Source: an optimization exercise on an open RTL-to-GDS flow (aim: small area and a short achievable clock period). Production flows keep margins and buffers that such runs may drop. In this exercise RTL edits were held to simulation tests only and were not proved equivalent to the original. No activity file was given, so power comes from the tool's default toggle rates.

==> flow/design.v (excerpt) <==
module ec_rmw (
    input  wire         clk,
    input  wire         rst_n,
    input  wire         in_valid,
    input  wire [1:0]   in_op,        
    input  wire [31:0]  in_mask,      
    input  wire [255:0] in_wdata,     
    input  wire [31:0]  in_wpoison,   
    input  wire [255:0] in_sdata,     
    input  wire [31:0]  in_scheck,    
    output reg          out_valid,
    output reg  [2:0]   out_class,
    output reg  [31:0]  out_synd,
    output reg  [255:0] out_rdata,
    output reg          out_poison,
    output reg          out_wb,
    output reg  [255:0] out_wdata,
    output reg  [31:0]  out_wcheck,
    output reg          out_ev_ce,
    output reg          out_ev_ue,
    output reg          out_ev_pw
);
export LEC_CHECK = 0
export CAP_MARGIN = 20
export CORE_AREA = 5 5 290 290
export CTS_BUF_LIST = sky130_fd_sc_hd__clkbuf_4 sky130_fd_sc_hd__clkbuf_8
export DIE_AREA = 0 0 295 295
export SLEW_MARGIN = 20
create_clock -name core_clock -period 12.0 [get_ports {clk}]
standard.sh (not shown) runs the stock make flow with config.mk's settings and CLKGATE_MAP_FILE= SYNTH_SCRIPT=/design/flow/synth_recipe.tcl, a recipe that flattens the netlist after the stock synthesis.
==> flow/flow/run.sh <==
#!/bin/bash
# The standard layout (the standard.sh: unchanged synthesis, floorplan, power
# grid, placement, CTS and routing) with these changes to how it is made:
#  - the port buffers that global placement inserts are buf_1 cells instead of
#    the resizer's default pick;
#  - pins may sit on adjacent routing tracks, so the ports fit a smaller die;
set -euo pipefail
export BUFFER_PORTS_ARGS="-buffer_cell sky130_fd_sc_hd__buf_1"
export SETUP_SLACK_MARGIN=7
export PLACE_PINS_ARGS="-min_distance 1 -min_distance_in_tracks"
bash standard.sh finish > flow_make.log 2>&1
Rerun with:
--- a/flow/flow/run.sh
+++ b/flow/flow/run.sh
@@ -8,3 +8,3 @@
 export BUFFER_PORTS_ARGS="-buffer_cell sky130_fd_sc_hd__buf_1"
-export SETUP_SLACK_MARGIN=7
+export SETUP_SLACK_MARGIN=7.3
 export PLACE_PINS_ARGS="-min_distance 1 -min_distance_in_tracks"
--- a/flow/config.mk
+++ b/flow/config.mk
@@ -8,5 +8,5 @@
 export CAP_MARGIN = 20
-export CORE_AREA = 5 5 290 290
+export CORE_AREA = 5 5 260 260
 export CTS_BUF_LIST = sky130_fd_sc_hd__clkbuf_4 sky130_fd_sc_hd__clkbuf_8
-export DIE_AREA = 0 0 295 295
+export DIE_AREA = 0 0 265 265
 export SLEW_MARGIN = 20
What happened: Worst setup slack is better by 200 ps. Count of clock-buffer cells in the layout went down by 3. Design area went up by 8.4%. Via count went up by 4.0%. Die area went down by 19%. Synthesized cell count stays the same.
Rerun with:
--- a/flow/flow/run.sh
+++ b/flow/flow/run.sh
@@ -8,3 +8,3 @@
 export BUFFER_PORTS_ARGS="-buffer_cell sky130_fd_sc_hd__buf_1"
-export SETUP_SLACK_MARGIN=7.3
+export SETUP_SLACK_MARGIN=7
 export PLACE_PINS_ARGS="-min_distance 1 -min_distance_in_tracks"
Cell area came out lower by 9.2%.
Worst hold slack is better by 61 ps.
Power came out lower by 8.2%.
Via count came out lower by 4.0%.
Core utilization came out lower by 6.5 points.
Clock power came out lower by about 8%.
Non-clock buffer count came out lower by 109.
Sequential cell count stays the same.
Die area is unchanged.
Wire length came out lower by 4.6%.
Global-route usage came out lower by 0.53 points.
Rerun with:
--- a/flow/config.mk
+++ b/flow/config.mk
@@ -9,3 +9,3 @@
 export CORE_AREA = 5 5 260 260
-export CTS_BUF_LIST = sky130_fd_sc_hd__clkbuf_4 sky130_fd_sc_hd__clkbuf_8
+export CTS_BUF_LIST = sky130_fd_sc_hd__clkbuf_2 sky130_fd_sc_hd__clkbuf_4
 export DIE_AREA = 0 0 265 265
What happened: The new run ran to the end with no violations; setup slack gets worse by 89 ps; wire length came out higher by a few percent; global-route usage came out higher by 0.27 points; power came out higher slightly; sequential power came out higher by a few percent; via count came out higher by a few percent.

========
The RTL this note starts from:
==> flow/design.v <==
module ec_encode (
    input  wire [255:0] data,
    output reg  [31:0]  check
);
    reg [15:0] rp;
    integer j, k;
    always @* begin
        for (j = 0; j < 16; j = j + 1) begin
            rp[j]         = ^data[16 * j +: 16];
            check[16 + j] = 1'b0;
            for (k = 0; k < 16; k = k + 1)
                check[16 + j] = check[16 + j] ^ data[16 * k + j];
        end
        for (j = 0; j < 16; j = j + 1)
            check[j] = rp[j] ^ rp[(j + 15) % 16];
    end
endmodule
module ec_classify (
    input  wire [31:0] synd,       
    output wire        zero,       
    output wire        cbit,       
    output wire        dbit,       
    output wire        spois,      
    output wire        uerr,       
    output wire [15:0] pair        
);
    wire [15:0] sr = synd[15:0];
    wire [15:0] sc = synd[31:16];
    function [3:1] ge3_16(input [15:0] x);
        reg [3:1] a, t;
        integer g, i, k;
        begin
            a = 3'b000;
            for (g = 0; g < 4; g = g + 1) begin
                t[1] = |x[4 * g +: 4];
                t[2] = (x[4*g] & (x[4*g+1] | x[4*g+2] | x[4*g+3])) | (x[4*g+1] & (x[4*g+2] | x[4*g+3])) |
                       (x[4*g+2] & x[4*g+3]);
                t[3] = (x[4*g] & x[4*g+1] & (x[4*g+2] | x[4*g+3])) | (x[4*g+2] & x[4*g+3] & (x[4*g] | x[4*g+1]));
                a = merge3(a, t);
            end
            ge3_16 = a;
        end
    endfunction
    function [3:1] merge3(input [3:1] a, input [3:1] b);
        begin
            merge3[1] = a[1] | b[1];
            merge3[2] = a[2] | b[2] | (a[1] & b[1]);
            merge3[3] = a[3] | b[3] | (a[2] & b[1]) | (a[1] & b[2]);
        end
    endfunction
    function [5:1] ge5_4(input [3:0] x);
        begin
            ge5_4[1] = |x;
            ge5_4[2] = (x[0] & (x[1] | x[2] | x[3])) | (x[1] & (x[2] | x[3])) | (x[2] & x[3]);
            ge5_4[3] = (x[0] & x[1] & (x[2] | x[3])) | (x[2] & x[3] & (x[0] | x[1]));
            ge5_4[4] = &x;
            ge5_4[5] = 1'b0;
        end
    endfunction
    function [5:1] merge5(input [5:1] a, input [5:1] b);
        integer k, i;
        reg [5:0] ea, eb;
        begin
            ea = {a, 1'b1};
            eb = {b, 1'b1};
            for (k = 1; k <= 5; k = k + 1) begin
                merge5[k] = 1'b0;
                for (i = 0; i <= k; i = i + 1)
                    merge5[k] = merge5[k] | (ea[i] & eb[k - i]);
            end
        end
    endfunction
    wire [3:1] wr = ge3_16(sr);
    wire [3:1] wc = ge3_16(sc);
    wire [15:0] zc = ~sc;
    wire [5:1] z0 = merge5(ge5_4(zc[3:0]),  ge5_4(zc[7:4]));
    wire [5:1] z1 = merge5(ge5_4(zc[11:8]), ge5_4(zc[15:12]));
    wire [5:1] zz = merge5(z0, z1);
    genvar r;
    generate
        for (r = 0; r < 16; r = r + 1) begin : g_pair
            assign pair[r] = sr[r] & sr[(r + 1) % 16];
        end
    endgenerate
    wire sr_one = wr[1] & ~wr[2];
    wire sc_one = wc[1] & ~wc[2];
    wire sr_two = wr[2] & ~wr[3];
    assign zero  = ~wr[1] & ~wc[1];
    assign spois = ~zz[5];
    assign cbit  = (sr_one & ~wc[1]) | (sc_one & ~wr[1]);
    assign dbit  = sc_one & sr_two & (|pair);
    assign uerr  = ~zero & ~spois & ~cbit & ~dbit;
endmodule
module ec_rmw (
    input  wire         clk,
    input  wire         rst_n,
    input  wire         in_valid,
    input  wire [1:0]   in_op,        
    input  wire [31:0]  in_mask,      
    input  wire [255:0] in_wdata,     
    input  wire [31:0]  in_wpoison,   
    input  wire [255:0] in_sdata,     
    input  wire [31:0]  in_scheck,    
    output reg          out_valid,
    output reg  [2:0]   out_class,
    output reg  [31:0]  out_synd,
    output reg  [255:0] out_rdata,
    output reg          out_poison,
    output reg          out_wb,
    output reg  [255:0] out_wdata,
    output reg  [31:0]  out_wcheck,
    output reg          out_ev_ce,
    output reg          out_ev_ue,
    output reg          out_ev_pw
);
    localparam OP_WRITE = 2'd1;
    localparam OP_SCRUB = 2'd2;
    wire        wr    = (in_op == OP_WRITE);
    wire        scrub = (in_op == OP_SCRUB);
    wire [31:0] keep  = ~(in_mask & {32{wr}});    
    reg [255:0] mraw;
    integer b;
    always @* begin
        for (b = 0; b < 32; b = b + 1)
            mraw[8 * b +: 8] = keep[b] ? in_sdata[8 * b +: 8] : in_wdata[8 * b +: 8];
    end
    wire [31:0] scalc, mcalc;
    ec_encode u_senc (.data(in_sdata), .check(scalc));
    ec_encode u_menc (.data(mraw),     .check(mcalc));
    wire [31:0] synd = in_scheck ^ scalc;
    wire [15:0] sc   = synd[31:16];
    wire        zero, cbit, dbit, spois, uerr;
    wire [15:0] pair;
    ec_classify u_cls (.synd(synd), .zero(zero), .cbit(cbit), .dbit(dbit), .spois(spois),
                       .uerr(uerr), .pair(pair));
    reg wfix_pre;
    integer r;
    always @* begin
        wfix_pre = 1'b0;
        for (r = 0; r < 16; r = r + 1)
            wfix_pre = wfix_pre | (pair[r] & ((keep[2 * r] & |sc[7:0]) | (keep[2 * r + 1] & |sc[15:8])));
    end
    reg         q_valid;
    reg         q_wr, q_scrub, q_full, q_wpm;
    reg [255:0] q_sdata;
    reg [255:0] q_mraw_n;    
    reg [31:0]  q_synd;
    reg [31:0]  q_mcalc;
    reg         q_wfix_pre;
    reg         q_zero, q_cbit, q_dbit, q_spois;
    always @(posedge clk) begin
        if (!rst_n)
            q_valid <= 1'b0;
        else
            q_valid <= in_valid;
        q_wr       <= wr;
        q_scrub    <= scrub;
        q_full     <= &in_mask;
        q_wpm      <= |(in_wpoison & in_mask);
        q_sdata    <= in_sdata;
        q_mraw_n   <= ~mraw;
        q_synd     <= synd;
        q_mcalc    <= mcalc;
        q_wfix_pre <= wfix_pre;
        q_zero     <= zero;
        q_cbit     <= cbit;
        q_dbit     <= dbit;
        q_spois    <= spois;
    end
    wire wfix = q_wfix_pre & q_dbit;              
    reg  [15:0]  row_fix, wrow_fix;
    reg  [255:0] flip, wflip;
    integer rr, c;
    always @* begin
        for (rr = 0; rr < 16; rr = rr + 1) begin
            row_fix[rr]  = q_synd[rr] & q_synd[(rr + 1) % 16] & q_dbit;
            wrow_fix[rr] = q_synd[rr] & q_synd[(rr + 1) % 16] & wfix;
        end
        for (rr = 0; rr < 16; rr = rr + 1)
            for (c = 0; c < 16; c = c + 1) begin
                flip[16 * rr + c]  = row_fix[rr] & q_synd[16 + c];
                wflip[16 * rr + c] = wrow_fix[rr] & q_synd[16 + c];
            end
    end
    wire uerr2     = ~q_zero & ~q_spois & ~q_cbit & ~q_dbit;
    wire corr      = q_cbit | q_dbit;
    wire bad       = ~q_zero & ~corr;              
    wire wpo       = q_wpm | (~q_full & bad);
    wire wb_poison = q_wr ? wpo : (q_scrub & uerr2);
    always @* begin
        out_valid  = q_valid;
        out_class  = {uerr2, q_dbit | q_spois, q_cbit | q_spois};
        out_synd   = q_synd;
        out_rdata  = q_sdata ^ flip;
        out_poison = q_wr ? wpo : bad;
        out_wb     = q_wr | (q_scrub & (corr | uerr2));
        out_wdata  = ~q_mraw_n ^ wflip;
        out_wcheck = q_mcalc ^ (q_synd & {32{wfix}}) ^ {{16{wb_poison}}, 16'h0000};
        out_ev_ce  = corr & ~(q_wr & q_full);
        out_ev_ue  = uerr2 & ~(q_wr & q_full);
        out_ev_pw  = wb_poison;
    end
endmodule
clock: 12.0 ns
lec_check: 0
cap_margin: 20
core_area: 5 5 245 245
cts_buf_list: sky130_fd_sc_hd__clkbuf_4 sky130_fd_sc_hd__clkbuf_8
die_area: 0 0 250 250
place_density: 0.72
slew_margin: 20
==> flow/flow/run.sh <==
#!/bin/bash
# The standard layout (the standard.sh: unchanged synthesis, floorplan, power
# grid, placement, CTS and routing) with these changes to how it is made:
#  - the port buffers that global placement inserts are buf_1 cells instead of
#    the resizer's default pick;
#  - pins may sit on adjacent routing tracks, so the ports fit a smaller die;
set -euo pipefail
export BUFFER_PORTS_ARGS="-buffer_cell sky130_fd_sc_hd__buf_1"
export SETUP_SLACK_MARGIN=7
export PLACE_PINS_ARGS="-min_distance 1 -min_distance_in_tracks"
bash standard.sh finish > flow_make.log 2>&1
The starting point passed the timing, DRC and antenna checks.
Then changed:
--- a/flow/config.mk
+++ b/flow/config.mk
@@ -9 +9 @@
-export CORE_AREA = 5 5 245 245
+export CORE_AREA = 5 5 260 260
@@ -11,2 +11,2 @@
-export DIE_AREA = 0 0 250 250
-export PLACE_DENSITY = 0.72
+export DIE_AREA = 0 0 265 265
+export PLACE_DENSITY = 0.7
Effect:
- wire length increases slightly
- clock-buffer cell count increases by 1
- final cell count increases slightly
- first-iteration DRC count decreases by a few percent
- power increases slightly
- combinational power increases slightly
- worst setup slack gets better by 0.0043 ns
- critical path depth increases by 2
- final area increases slightly
- worst hold slack gets worse by 0.0083 ns
Then changed:
--- a/flow/config.mk
+++ b/flow/config.mk
@@ -7,0 +8 @@
+export ABC_AREA = 1
@@ -12 +12,0 @@
-export PLACE_DENSITY = 0.7
After rerunning: The new run completed with no timing, DRC or antenna violations. Sequential power decreases by about 5%. Wire length increases by 16%. Area after synthesis increases by 16%. First-iteration DRC count increases by about 54%. Setup slack gains 0.11 ns. Power decreases by about 14%. Utilization increases by 7.4 points. Final area increases by 11%. Critical path depth increases by 4.
Then changed:
--- a/flow/flow/run.sh
+++ b/flow/flow/run.sh
@@ -9 +9 @@
-export SETUP_SLACK_MARGIN=7
+export SETUP_SLACK_MARGIN=6.7
--- a/flow/config.mk
+++ b/flow/config.mk
@@ -8 +7,0 @@
-export ABC_AREA = 1
The changed run went through all stages and came out clean.
Sequential power goes up by about 4%.
Setup slack is worse by 0.25 ns.
Sequential share of layout area came out higher by 3.4 points.
Die area does not change.
Final area decreases by about 12%.
Synthesized area decreases by about 14%.
Cell count falls by about 30%.
Non-clock buffer count fell by 32.

## separate check: timing with driven ports
How much do the figures lean on ideal ports? The routed layouts below were timed once more, with nothing changed but the port constraints. Step 1 assumes that a clkbuf_16 drives the clock port and a buf_2 every other input. Step 2 also shifts input and output timing later by t, the mid clock arrival at the registers, as if the neighbouring blocks saw the same clock. a / b / c = no drivers / after step 1 / after step 2; a / b = the first two.
run	shift t [ns]	setup WS [ns]	latest minus earliest clock arrival (ns)
the first run of note 1	0.777	6.964 / 6.922 / 6.224	0.050 / 0.050
the second run of note 1	0.791	7.165 / 7.102 / 6.397	0.051 / 0.050
the third run of note 1	0.766	6.953 / 6.889 / 6.242	0.037 / 0.037
the fourth run of note 1	1.054	6.864 / 6.798 / 6.016	0.083 / 0.082
the first run of note 2	0.784	6.889 / 6.822 / 6.276	0.032 / 0.033
the second run of note 2	0.780	6.894 / 6.830 / 6.209	0.036 / 0.037
the third run of note 2	0.786	7.004 / 6.964 / 6.255	0.039 / 0.039
the fourth run of note 2	0.778	6.757 / 6.733 / 6.012	0.048 / 0.048
After both steps every run listed still meets setup and hold. The setup slack of the fourth run of note 1, which loses most, moves by -0.066 ns with the drivers and by -0.848 ns with both steps.
